This is an optimization exercise on Yosys and OpenROAD, whose aim is small area, a short achievable clock period and few clock cycles per item, not a production implementation.
Function was checked by simulation only, so behaviour that the tests miss may differ from the original.
No activity file was given, so power comes from the tool's default toggle rates.

==> run a <==
Design sha2_core, start of the top module:
module sha2_core (
    input  wire         clk,
    input  wire         rst,         
    input  wire         in_valid,
    output reg          in_ready,
    input  wire [63:0]  in_data,
    input  wire         in_first,    
    input  wire [1:0]   in_mode,     
    output reg          out_valid,
    output wire [511:0] digest
);
==> module sha2_add_mux, before the edit <==
module sha2_add_mux (
    input  wire [63:0] x,
    input  wire [63:0] y,
    input  wire        sel,
    input  wire [63:0] alt,
    output wire [63:0] o
);
    reg [63:0] g, p, gn, pn;
    integer l, i, j;
    always @(*) begin
        g = x & y;
        p = x ^ y;
        for (l = 0; l < 6; l = l + 1) begin
            gn = g;
            pn = p;
            for (i = 0; i < 64; i = i + 1)
                if ((i >> l) & 1) begin
                    j = ((i >> l) << l) - 1;
                    gn[i] = g[i] | (p[i] & g[j]);
                    pn[i] = p[i] & p[j];
                end
            g = gn;
            p = pn;
        end
    end
    wire [63:0] h  = x ^ y;
    wire [63:0] c  = {g[62:0], 1'b0};
    wire [63:0] o0 = sel ? h : alt;
    wire [63:0] o1 = sel ? ~h : alt;
    assign o = (c & o1) | (~c & o0);
endmodule
Settings: LEC_CHECK=0, CAP_MARGIN=20, CORE_MARGIN=2, CORE_UTILIZATION=45, PLACE_DENSITY=0.55, SLEW_MARGIN=20, SYNTH_MEMORY_MAX_BITS=16384, TNS_END_PERCENT=0; clock period 12.0 ns.
standard.sh (not shown) runs the stock make flow with config.mk's settings and CLKGATE_MAP_FILE= SYNTH_SCRIPT=/design/flow/synth_recipe.tcl, a recipe that flattens the netlist after the stock synthesis.
==> flow/flow/run.sh <==
#!/bin/bash
set -o pipefail
cd "$(dirname "$0")/.."
bash standard.sh SETUP_SLACK_MARGIN=8 TNS_END_PERCENT=0 finish > flow_standard.log 2>&1
==> run b: changes against run a <==
==> flow/flow/run.sh (replaced) <==
#!/bin/bash
# Layout flow: the standard ORFS flow (standard.sh) with
#  - the port buffers that ORFS inserts made the smallest buffer, buf_1
#    (every input and output port still gets its own buffer).
# The SDC, clock period and all else are the standard flow's.
# The make output (every tool's log in turn) goes to flow_standard.log here;
# ORFS keeps each step's own log under orfs/logs/.
set -o pipefail
cd "$(dirname "$0")/.."
bash standard.sh SETUP_SLACK_MARGIN=8 TNS_END_PERCENT=0 \
    "BUFFER_PORTS_ARGS=-buffer_cell sky130_fd_sc_hd__buf_1" finish > flow_standard.log 2>&1
--- a/flow/config.mk
+++ b/flow/config.mk
@@ -10,2 +10,4 @@
 export CORE_UTILIZATION = 45
+export CTS_CLUSTER_DIAMETER = 120
+export CTS_CLUSTER_SIZE = 20
 export PLACE_DENSITY = 0.55
==> run c: changes against run a <==
--- a/flow/design.v
+++ b/flow/design.v
@@ -332,3 +332,3 @@
     reg [63:0] g, p, gn, pn;
-    integer l, i, j;
+    integer l, i;
     always @(*) begin
@@ -340,6 +340,5 @@
             for (i = 0; i < 64; i = i + 1)
-                if ((i >> l) & 1) begin
-                    j = ((i >> l) << l) - 1;
-                    gn[i] = g[i] | (p[i] & g[j]);
-                    pn[i] = p[i] & p[j];
+                if (i >= (1 << l)) begin
+                    gn[i] = g[i] | (p[i] & g[i - (1 << l)]);
+                    pn[i] = p[i] & p[i - (1 << l)];
                 end
==> flow/flow/run.sh (replaced) <==
#!/bin/bash
# Layout flow: the standard ORFS flow (standard.sh) with
#  - the port buffers that ORFS inserts made the smallest buffer, buf_1
#    (every input and output port still gets its own buffer).
# The SDC, clock period and all else are the standard flow's.
# The make output (every tool's log in turn) goes to flow_standard.log here;
# ORFS keeps each step's own log under orfs/logs/.
set -o pipefail
cd "$(dirname "$0")/.."
bash standard.sh SETUP_SLACK_MARGIN=8 TNS_END_PERCENT=0 \
    "BUFFER_PORTS_ARGS=-buffer_cell sky130_fd_sc_hd__buf_1" finish > flow_standard.log 2>&1
--- a/flow/config.mk
+++ b/flow/config.mk
@@ -10,3 +10,5 @@
 export CORE_UTILIZATION = 45
-export PLACE_DENSITY = 0.55
+export CTS_CLUSTER_DIAMETER = 110
+export CTS_CLUSTER_SIZE = 20
+export PLACE_DENSITY = 0.65
 export SLEW_MARGIN = 20
==> run notes <==
Portion of netlist area occupied by mux cells: run c 0.0199; run a 0.0203; run b 0.0203
Result of the run: run c finished clean; run a finished clean; run b finished clean
PnR Total Power: run c 45.6 mW; run a 43.9 mW; run b 41.3 mW
Sequential fraction of total cell area: run c 0.464; run a 0.450; run b 0.475
Total Wirelength: run c 575 mm; run a 556 mm; run b 552 mm
Fill cell instance count of the final layout: run c 23,129; run a 22,313; run b 23,162
Core area: run c 265,000 sq um; run a 263,000 sq um; run b 263,000 sq um
GPL Wtd Cong: run c 1.09; run a 1.08; run b 1.03
Slack of the worst reg-to-reg path: run c 6300 ps; run a 6130 ps; run b 6170 ps
Clock Skews: run c 57.9 ps; run a 127 ps; run b 68.0 ps
Critical path's largest stage delay: run c 800 ps; run a 740 ps; run b 770 ps
Cell area after technology mapping: run c 120,000 sq um; run a 119,000 sq um; run b 119,000 sq um
Fin area: run c 138,000 sq um; run a 142,000 sq um; run b 135,000 sq um
Number of inserted diodes: run c 17; run a 16; run b 13
Worst-case vdd ir drop: run c 0.000298 V; run a 0.000309 V; run b 0.000310 V
Cell Count, Final, Fillers Out: run c 14,435; run a 14,376; run b 14,148
Testbench counts of run a, summed over its fixed seeds: cycles 107,884, items 1,420.
Testbench counts of run b, summed over its fixed seeds: cycles 107,884, items 1,420.
Testbench counts of run c, summed over its fixed seeds: cycles 107,884, items 1,420.

[static timing again, ports no longer ideal]
The results above use ideal ports. As a check the final layouts listed here were re-extracted and re-timed, cells and wires unchanged. Step 1 (the two cells are an assumption about what drives the block):
set clk [get_ports {clk}]
set_driving_cell -lib_cell sky130_fd_sc_hd__clkbuf_16 $clk
set_driving_cell -lib_cell sky130_fd_sc_hd__buf_2 [delete_from_list [all_inputs] $clk]
Step 2 adds t to the input delays and takes it off the output delays; t is the mean of the earliest and latest rising clock arrival at the registers after step 1. Input paths then give back, and output paths get back, about the clock's delay inside the block. a / b / c = ideal / step 1 / step 2; a / b = the first two.
| run | shift t [ns] | slack for setup (ns) | worst setup path at the end | worst register clock-pin slew, ns | cell pins on the clock port's net |
|---|---|---|---|---|---|
| run a | 1.029 | 6.126 / 6.126 / 5.224 | input to register | 0.07 / 0.07 | 1 |
| run b | 1.009 | 6.166 / 6.166 / 5.397 | input to register | 0.12 / 0.12 | 1 |
| run c | 0.964 | 6.302 / 6.302 / 5.601 | input to register | 0.10 / 0.10 | 1 |
After both steps every run listed still meets setup and hold. For run a, which loses most, drivers alone change the setup slack by 0.000 ns; drivers and shift together by -0.902 ns.
